This design comes from an exercise in tuning for small area, a short achievable clock period and few clock cycles per item on the open sky130 flow, not from production work. No functional check of the RTL was part of this run. Power is estimated from default activity; no workload was simulated.

**flow/design.v**
```verilog
module feq_recip (
    input  wire        clk,
    input  wire        rst,         
    input  wire        in_valid,
    output wire        in_ready,
    input  wire [15:0] a_raw,       
    input  wire [15:0] b_raw,       
    output reg         out_valid,
    input  wire        out_ready,
    output wire [31:0] out_re,      
    output wire [31:0] out_im,      
    output reg  [3:0]  out_sh,      
    output reg         out_dead
);
    reg         s1_busy;
    reg         s1_prep;            
    reg  [3:0]  s1_cnt;             
    reg         sqm;                
    reg         dead1;
    reg  [3:0]  hp;                 
    reg  [15:0] as_r, bs_r;
    reg  [31:0] sq_r;               
    reg  [2:0]  ca, cb;             
    assign in_ready = ~s1_busy;
    wire s1_fin = s1_cnt[3];
    wire a_small = (a_raw[15:1] == 15'd0) | (a_raw == 16'hFFFF);
    wire b_small = (b_raw[15:1] == 15'd0) | (b_raw == 16'hFFFF);
    wire red2 = (as_r[15] == as_r[14]) & (bs_r[15] == bs_r[14]);
    wire red3 = ((as_r[15:13] == 3'b000) | (as_r[15:13] == 3'b111)) &
                ((bs_r[15:13] == 3'b000) | (bs_r[15:13] == 3'b111));
    wire red5 = ((as_r[15:11] == 5'b00000) | (as_r[15:11] == 5'b11111)) &
                ((bs_r[15:11] == 5'b00000) | (bs_r[15:11] == 5'b11111));
    wire normed = dead1 | ~red2;
    wire [2:0]  kn = s1_prep ? s1_cnt[2:0] + 3'd1 : 3'd0;
    wire [16:0] ax = {as_r, 1'b0};
    wire [16:0] bx = {bs_r, 1'b0};
    reg  [2:0]  wa, wb;
    always @* begin
        case (kn)
            3'd0: begin wa = ax[16:14]; wb = bx[16:14]; end
            3'd1: begin wa = ax[14:12]; wb = bx[14:12]; end
            3'd2: begin wa = ax[12:10]; wb = bx[12:10]; end
            3'd3: begin wa = ax[10:8];  wb = bx[10:8];  end
            3'd4: begin wa = ax[8:6];   wb = bx[8:6];   end
            3'd5: begin wa = ax[6:4];   wb = bx[6:4];   end
            3'd6: begin wa = ax[4:2];   wb = bx[4:2];   end
            default: begin wa = ax[2:0]; wb = bx[2:0]; end
        endcase
    end
    function [2:0] booth_dec;       
        input [2:0] dg;
        begin
            booth_dec = {dg[1] ^ dg[0], (dg == 3'b011) | (dg == 3'b100),
                         dg[2] & ~(dg[1] & dg[0])};
        end
    endfunction
    function [32:0] booth_sq;       
        input [2:0]  c;
        input [31:0] x;
        input        en;
        reg [31:0] m;
        reg        neg;
        begin
            neg = en & c[0];
            m   = (en & c[2]) ? x : (en & c[1]) ? {x[30:0], 1'b0} : 32'd0;
            booth_sq = {neg, neg ? ~m : m};
        end
    endfunction
    wire [32:0] ta = booth_sq(ca, {{16{as_r[15]}}, as_r}, 1'b1);
    wire [32:0] tb = booth_sq(cb, {{16{bs_r[15]}}, bs_r}, 1'b1);
    wire [31:0] sq4 = (s1_cnt[2:0] == 3'd0) ? 32'd0 : {sq_r[29:0], 2'b00};
    wire [31:0] sq_nx = (sq4 | {30'd0, ta[32] & tb[32], ta[32] ^ tb[32]}) +
                        ta[31:0] + tb[31:0];
    wire        e0  = sq_r[31] | sq_r[30];
    wire        e2  = ~e0 & ~sq_r[29];
    wire [31:0] dnn = e0 ? sq_r : sq_r[29] ? {sq_r[30:0], 1'b0} : {sq_r[29:0], 2'b00};
    reg         s2_busy;
    reg  [3:0]  s2_cnt;
    reg         s2_fin;             
    reg  [31:0] dn_r;               
    reg  [34:0] ws_r, wc_r;         
    reg  [31:0] qp_r, qm_r;         
    reg  [16:0] a2_r, b2_r;
    reg  [3:0]  sh2;
    reg         dead2;
    reg  [1:0]  s3_st;              
    reg  [3:0]  s3_cnt;
    wire s3_free = (s3_st == 2'd0) | ((s3_st == 2'd2) & (s3_cnt == 4'd8));
    wire s2_last = s2_busy & (s2_cnt == 4'd15);
    wire s2_done = s2_last & s3_free;
    wire s2_go   = s2_busy & (~s2_last | s3_free);
    wire s2_free = ~s2_busy | s2_done;
    wire handoff = s1_busy & s1_fin & s2_free;
    reg  [1:0] bd;
    always @* begin
        case (s2_cnt)
            4'd0:  bd = dn_r[31:30];
            4'd1:  bd = dn_r[29:28];
            4'd2:  bd = dn_r[27:26];
            4'd3:  bd = dn_r[25:24];
            4'd4:  bd = dn_r[23:22];
            4'd5:  bd = dn_r[21:20];
            4'd6:  bd = dn_r[19:18];
            4'd7:  bd = dn_r[17:16];
            4'd8:  bd = dn_r[15:14];
            4'd9:  bd = dn_r[13:12];
            4'd10: bd = dn_r[11:10];
            4'd11: bd = dn_r[9:8];
            4'd12: bd = dn_r[7:6];
            4'd13: bd = dn_r[5:4];
            4'd14: bd = dn_r[3:2];
            default: bd = dn_r[1:0];
        endcase
    end
    wire        s2_first = (s2_cnt == 4'd0);
    wire [34:0] dv  = {2'b00, dn_r, 1'b0};
    wire [34:0] ws0 = s2_first ? 35'h0_2000_0000 : ws_r;
    wire [34:0] wc0 = s2_first ? 35'd0 : wc_r;
    wire [31:0] qp0 = s2_first ? 32'd0 : qp_r;
    wire [31:0] qm0 = s2_first ? 32'hFFFF_FFFF : qm_r;
    reg  [34:0] ws_n, wc_n, ys, yc, mm, cy;
    reg  [3:0]  est;
    reg  [1:0]  dp, dm;                 
    reg         sp, sn;
    integer k;
    always @* begin
        ws_n = ws0;
        wc_n = wc0;
        for (k = 0; k < 2; k = k + 1) begin
            ys  = {ws_n[33:0], bd[1 - k]};
            yc  = {wc_n[33:0], 1'b0};
            est = ys[34:31] + yc[34:31];
            sp  = ~est[3];                      
            sn  = est[3] & (est != 4'b1111);    
            mm  = sp ? ~dv : sn ? dv : 35'd0;
            cy  = (ys & yc) | (ys & mm) | (yc & mm);
            ws_n = ys ^ yc ^ mm;
            wc_n = {cy[33:0], sp};
            dp[1 - k] = sp;
            dm[1 - k] = sn;
        end
    end
    wire [2:0]  dv2  = {1'b0, dp} - {1'b0, dm};
    wire [2:0]  dv2m = dv2 - 3'd1;
    wire [31:0] qp_n = {dv2[2]  ? qm0[29:0] : qp0[29:0], dv2[1:0]};
    wire [31:0] qm_n = {dv2m[2] ? qm0[29:0] : qp0[29:0], dv2m[1:0]};
    wire [34:0] wsum  = ws_r + wc_r;
    wire [30:0] q_fin = wsum[34] ? qm_r[30:0] : qp_r[30:0];
    reg  [30:0] q3;
    reg  [16:0] a3, b3;             
    reg         ap, bp;             
    reg  [33:0] vr, vi;             
    reg         zr, zi;             
    reg  [2:0]  hr, hi;             
    reg  [3:0]  sh3;
    reg         dead3;
    wire s3_go = (s3_st == 2'd2) & ((s3_cnt != 4'd0) | ~out_valid | out_ready);
    function [34:0] booth_q;        
        input [2:0]  dg;
        input [30:0] x;
        input        flip;          
        reg one, two, neg;
        reg [33:0] m;
        begin
            one = dg[1] ^ dg[0];
            two = (dg == 3'b011) | (dg == 3'b100);
            neg = (dg[2] & ~(dg[1] & dg[0])) ^ (flip & (one | two));
            m   = one ? {3'b000, x} : two ? {2'b00, x, 1'b0} : 34'd0;
            booth_q = {neg, neg ? ~m : m};
        end
    endfunction
    wire [34:0] tr = booth_q({a3[1:0], ap}, q3, 1'b0);
    wire [34:0] ti = booth_q({b3[1:0], bp}, q3, 1'b1);
    wire [33:0] vr0 = (s3_cnt == 4'd0) ? 34'h0_0000_4000 : vr;
    wire [33:0] vi0 = (s3_cnt == 4'd0) ? 34'h0_0000_4000 : vi;
    wire [33:0] sr  = vr0 + tr[33:0] + {33'd0, tr[34]};
    wire [33:0] si  = vi0 + ti[33:0] + {33'd0, ti[34]};
    assign out_re = {vr[28:0], hr[2], hr[1], hr[0] & ~zr};
    assign out_im = {vi[28:0], hi[2], hi[1], hi[0] & ~zi};
    always @(posedge clk) begin
        if (rst)
            s1_busy <= 1'b0;
        else if (~s1_busy)
            s1_busy <= in_valid;
        else if (handoff)
            s1_busy <= 1'b0;
        if (~s1_busy) begin
            as_r    <= a_raw;
            bs_r    <= b_raw;
            dead1   <= a_small & b_small;
            hp      <= 4'd0;
            s1_cnt  <= 4'd0;
            s1_prep <= 1'b0;
            sqm     <= 1'b0;
        end else if (~normed) begin
            if (red5) begin
                as_r <= {as_r[11:0], 4'd0};
                bs_r <= {bs_r[11:0], 4'd0};
                hp   <= hp + 4'd4;
            end else if (red3) begin
                as_r <= {as_r[13:0], 2'd0};
                bs_r <= {bs_r[13:0], 2'd0};
                hp   <= hp + 4'd2;
            end else begin
                as_r <= {as_r[14:0], 1'b0};
                bs_r <= {bs_r[14:0], 1'b0};
                hp   <= hp + 4'd1;
            end
        end else if (~s1_prep) begin
            s1_prep <= 1'b1;
            sqm     <= 1'b1;
        end else if (sqm) begin
            sq_r   <= sq_nx;
            s1_cnt <= s1_cnt + 4'd1;
            sqm    <= (s1_cnt != 4'd7);
        end
        ca <= booth_dec(wa);
        cb <= booth_dec(wb);
        if (rst)
            s2_busy <= 1'b0;
        else if (handoff)
            s2_busy <= 1'b1;
        else if (s2_done)
            s2_busy <= 1'b0;
        if (rst)
            s2_fin <= 1'b0;
        else
            s2_fin <= s2_done;
        if (handoff) begin
            dn_r   <= dnn;
            s2_cnt <= 4'd0;
            a2_r   <= dead1 ? 17'd0 : e2 ? {as_r, 1'b0} : {as_r[15], as_r};
            b2_r   <= dead1 ? 17'd0 : e2 ? {bs_r, 1'b0} : {bs_r[15], bs_r};
            sh2    <= dead1 ? 4'd0 : hp + {3'd0, ~e0};
            dead2  <= dead1;
        end else if (s2_go & ~s2_last) begin
            s2_cnt <= s2_cnt + 4'd1;
        end
        if (s2_go) begin
            ws_r <= ws_n;
            wc_r <= wc_n;
            qp_r <= qp_n;
            qm_r <= qm_n;
        end
        if (rst)
            s3_st <= 2'd0;
        else if (s2_done)
            s3_st <= 2'd1;
        else if (s2_fin)
            s3_st <= 2'd2;
        else if (s3_go & (s3_cnt == 4'd8))
            s3_st <= 2'd0;
        if (s2_done) begin
            a3     <= a2_r;
            b3     <= b2_r;
            ap     <= 1'b0;
            bp     <= 1'b0;
            sh3    <= sh2;
            dead3  <= dead2;
        end else if (s3_go) begin
            a3     <= {a3[16], a3[16], a3[16:2]};
            b3     <= {b3[16], b3[16], b3[16:2]};
            ap     <= a3[1];
            bp     <= b3[1];
        end
        if (s2_fin) begin
            q3     <= q_fin;
            s3_cnt <= 4'd0;
        end else if (s3_go) begin
            s3_cnt <= s3_cnt + 4'd1;
        end
        if (s3_go) begin
            vr <= {sr[33], sr[33], sr[33:2]};
            vi <= {si[33], si[33], si[33:2]};
            case (s3_cnt)
                4'd0: begin
                    zr <= (sr[1:0] == 2'b00);
                    zi <= (si[1:0] == 2'b00);
                    out_sh   <= sh3;
                    out_dead <= dead3;
                end
                4'd7: begin
                    zr <= zr & ~sr[0];
                    zi <= zi & ~si[0];
                    hr[0] <= sr[1];
                    hi[0] <= si[1];
                end
                4'd8: begin
                    hr[2:1] <= sr[1:0];
                    hi[2:1] <= si[1:0];
                end
                default: begin
                    zr <= zr & (sr[1:0] == 2'b00);
                    zi <= zi & (si[1:0] == 2'b00);
                end
            endcase
        end
        if (rst)
            out_valid <= 1'b0;
        else if (s3_go & (s3_cnt == 4'd8))
            out_valid <= 1'b1;
        else if (out_ready)
            out_valid <= 1'b0;
    end
endmodule
```
**flow/run.sh**
```bash
#!/bin/bash
# synth_recipe.tcl (not shown) runs the flow's synth.tcl, then flattens the netlist and writes it again
# the make line also repeats each setting of config.mk as NAME=value (left out here)
make -C /OpenROAD-flow-scripts/flow DESIGN_CONFIG=/design/flow/config.mk WORK_HOME=/design/flow/orfs CLKGATE_MAP_FILE= SYNTH_SCRIPT=/design/flow/synth_recipe.tcl finish
```
**flow/config.mk**
```make
export PLATFORM = sky130hd
export DESIGN_NAME = feq_recip
export DESIGN_NICKNAME = feq_recip
export VERILOG_FILES = /design/flow/design.v
export SDC_FILE = /design/flow/constraint.sdc
export NUM_CORES = 4
export LEC_CHECK = 0
export CAP_MARGIN = 20
export CORE_MARGIN = 2
export CORE_UTILIZATION = 40
export SETUP_SLACK_MARGIN = 5
export SLEW_MARGIN = 20
export SYNTH_HIERARCHICAL = 0
```
**flow/constraint.sdc**
```tcl
create_clock -name core_clock -period 12.0 [get_ports {clk}]
set_input_delay 2.4000 -clock core_clock [delete_from_list [all_inputs] [get_ports {clk}]]
set_output_delay 2.4000 -clock core_clock [all_outputs]
set_load 0.01 [all_outputs]
```
==> run_results.csv <==
group,metric,value,unit
synth,synth-edff-count,415,
power_and_ir_drop,power_density,203,nW/µm²
clock_tree,clkTransAtPathRegs,0.06,ns
synth,ys_ff_latch,447,
sta,fmax,0.153,GHz
clock_tree,worstSkewPairLatency,0.61,ns
drt,finalWirelength,75.0,mm
synth,ys_warn_count,1,
cells_and_area,fillers,7174,
clock_tree,root_buffer,"clkbuf_16",
critical_path,cp_slowest_cell,"fa_1",
clock_tree,htreeDepth,2,
clock_tree,cts_tree,"yes",
outcome,status,"no timing/DRC/antenna violations",
critical_path,required,12.34,ns
grt,antenna_found_initial,0,
clock_tree,cts_sinks,447,
cells_and_area,drive_above_1_share,7.54,%
critical_path,r2r-start,"s2_cnt[0]$_SDFFE_PP0P_",
cells_and_area,final_cell_mix,"edfxtp_1 (415), nand2_1 (375), a21oi_1 (224)",
synth,synthesis.area,30800,µm²
synth,yosysSeqAreaShare,42.6,%
cells_and_area,post-route-util,44.8,%
cells_and_area,syn2layout_area_growth,10.7,%
die,die_h,281,µm
placement,hpwl,53.3,mm
sta,relSlewSlack,34.5,%
critical_path,criticalPathCategory,"flop to flop",
drt,num_vias,22259,
clock_tree,cts_made_buffers,52,
sta,finalHoldViolCount,0,
critical_path,max_stage_delay,0.63,ns
grt,first_global_vias,21913,
critical_path,critPathLaunchType,"flop",
critical_path,crit_path_end_kind,"flop",
hold_path,hold_path_class,"flop to flop",
synth,synth.top_cell.area_share,40.5,%
grt,grt_max_degree,93,
synth,synth_cell_type_count,88,
synth,synth_fp_nets,3329,
drt,ant_nets,0,
grt,grt_pass1_wl,119,mm
die,die_w,281,µm
sta,min_period_over_period,54.6,%
synth,synth_top_area_cell,"edfxtp_1",
power_and_ir_drop,leakagePower,12.9,nW
sta,worst_pin_slew,0.983,ns
drt,initialDrtViolationCount,1801,
sta,drv_slew,0,
drt,dr.pass1.iters,6,
critical_path,worst_ep_arrival_time,6.89,ns
sta,setup-tns-final,0,ns
clock_tree,cts_buffer_depth,3,
die,core-area,76100,µm²
grt,grt_util_all_layers,18.7,%
drt,wl_per_cell,18.4,µm
grt,globalRouteOverflowTotal,0,
die,start_util,40.5,%
critical_path,crit_top_cell,"ha_1",
synth,synth_area_leaders,"edfxtp_1 (40%), fa_1 (6.5%), ha_1 (6.5%)",
sta,finClkSkew,0.0264,ns
critical_path,path_max_fanout,39,
cells_and_area,nets,3290,
synth,syn_inst,3034,
sta,layout_min_cycle_time,6.55,ns
flow_run,drv_cap,0,
cells_and_area,antenna_cells,0,
hold_path,hold_path_startpoint,"dead3$_DFFE_PP_",
synth,synth_flop_cell,"edfxtp_1",
power_and_ir_drop,vdd_drop_max,0.000121,V
synth,synth_area_per_cell,10.1,µm²
cells_and_area,final_common_cell,"edfxtp_1",
sta,final-setup-viol-count,0,
critical_path,setup.worst_path.start,"s2_cnt[0]$_SDFFE_PP0P_",
drt,drc,0,
placement,place_congestion,0.885,
die,die-area,79200,µm²
sta,worst_hold_slack,0.420,ns
placement,io_buffer_count,106,
drt,viasPerCell,5.47,
sta,rsz0062_at_grt,"no",
synth,synth-async-reset-ratio,0,%
die,io_pins,107,
power_and_ir_drop,total_power,6.91,mW
die,rows,101,
==> kinds of logic (layout without fill, tap and decap cells) <==
kind of cell | count (synthesis) | after routing | synth area share [%]
adder cells (fa/ha/maj) | 259 | 259 | 13.0
multiplexers | 133 | 133 | 4.99
AND/OR/NAND/NOR | 977 | 980 | 14.9
XOR/XNOR | 175 | 175 | 5.03
AO/OA/AOI/OAI | 725 | 725 | 14.7
buffers and inverters | 318 | 317 | 4.81
flip-flops | 447 | 447 | 42.6
==> per-layer routing <==
| metal | track usage (%) | vias up | share of wire (%) |
|---|---|---|---|
| li1 | - | 10723 | - |
| met1 | 24.9 | 10799 | 44 |
| met2 | 32.0 | 621 | 49 |
| met3 | 2.12 | 116 | 4.9 |
| met4 | 5.40 | 0 | 2.4 |
| met5 | 0 | - | 0 |
==> Yosys cell counts, drive strengths merged, types with 76 or more instances <==
| cell type | n |
|---|---|
| a21oi | 226 |
| and2 | 104 |
| buf | 94 |
| clkbuf | 146 |
| edfxtp | 415 |
| fa | 100 |
| ha | 159 |
| inv | 76 |
| nand2 | 378 |
| nor2 | 222 |
| nor2b | 89 |
| o21ai | 190 |
| xnor2 | 135 |
==> cell type report <==
class	instances	area, µm²	share of cell area, %
Tap cell	1030	1290	3.78
Clock buffer	72	1450	4.25
Timing Repair Buffer	144	1430	4.21
Inverter	78	293	0.859
Multi-Input combinational cell	2272	16400	48.1
Clock inverter	23	124	0.364
Sequential cell	447	13100	38.5
==> state kept, by name, indices dropped and copies added, names as in the netlist, 17 cells and up <==
register  flops
sq_r         32
vr           32
a2_r         17
wc_r         35
a3           17
qp_r         31
q3           31
vi           32
qm_r         31
b3           17
dn_r         32
b2_r         17
ws_r         35
==> critical path, delay by kind of cell (launching register included) <==
kind                       cells  cell delay, ns
adders and majority gates      6            1.90
buffers and inverters          7            1.31
AOI/OAI and AO/OA              6            1.09
xor gates and xnor gates       4            0.82
and+or+nand+nor                4            0.79
DFF                            1            0.34
==> repair_timing <==
action                                 4_1_cts  5_1_grt
gates resized for setup                     17        9
buffers inserted                             0        4
setup endpoints to repair                  130      120
hold buffers                                 0        0
endpoints found under the hold margin        0        0
cloned                                       2        3
pin swaps                                    0        1
==> final timing paths <==
kind / slack, ns / cells past startpoint / end
setup / recovery: 5.45 / 27 / qm_r[18]$_DFFE_PP_
hold / removal: 0.42 / 0 / out_dead$_DFFE_PP_
setup reg to reg: 5.45 / 27 / qm_r[18]$_DFFE_PP_
hold reg to reg: 0.42 / 0 / out_dead$_DFFE_PP_
==> where the power goes <==
| group | total [mW] | switching [mW] | internal (mW) |
|---|---|---|---|
| logic | 3.28 | 1.90 | 1.39 |
| clock network | 1.49 | 0.648 | 0.840 |
| registers | 2.14 | 0.127 | 2.01 |
| total | 6.91 | 2.67 | 4.24 |
==> through the flow <==
| stage | std cells | cell area, µm² | setup slack (ns) |
|---|---|---|---|
| 6_report | 4066 | 34100 | 5.45 |
| 5_1_grt | 4066 | 34100 | 5.02 |
| 4_1_cts | 4059 | 34000 | 5.02 |
| 3_5_place_dp | 3962 | 32300 | 2.57 |
| 3_3_place_gp | 3962 | 32300 | 2.93 |
| 2_1_floorplan | 3034 | 30800 | 5.40 |

[what the ideal ports hide]
Ports are ideal in the flow. The routed layout listed here was re-timed in OpenROAD.
Step 1: set_driving_cell puts a clkbuf_16 on clk and a buf_2 on each other input, an assumption about the parent block.
Step 2 adds t to the input delays and takes it off the output delays; t is the mean of the earliest and latest rising clock arrival at the registers after step 1. Input paths then give back, and output paths get back, about the clock's delay inside the block.
a / b / c = ideal ports / drivers / drivers and shift; a / b = the first two.
t (ns): 0.661
setup slack, ns: 5.453 / 5.453 / 5.453
worst hold slack (ns): 0.420 / 0.420 / 0.420
clock arrival spread, ns: 0.028 / 0.029
After both steps this run still meets setup and hold. For this run, drivers alone change the setup slack by 0.000 ns; drivers and shift together by 0.000 ns.
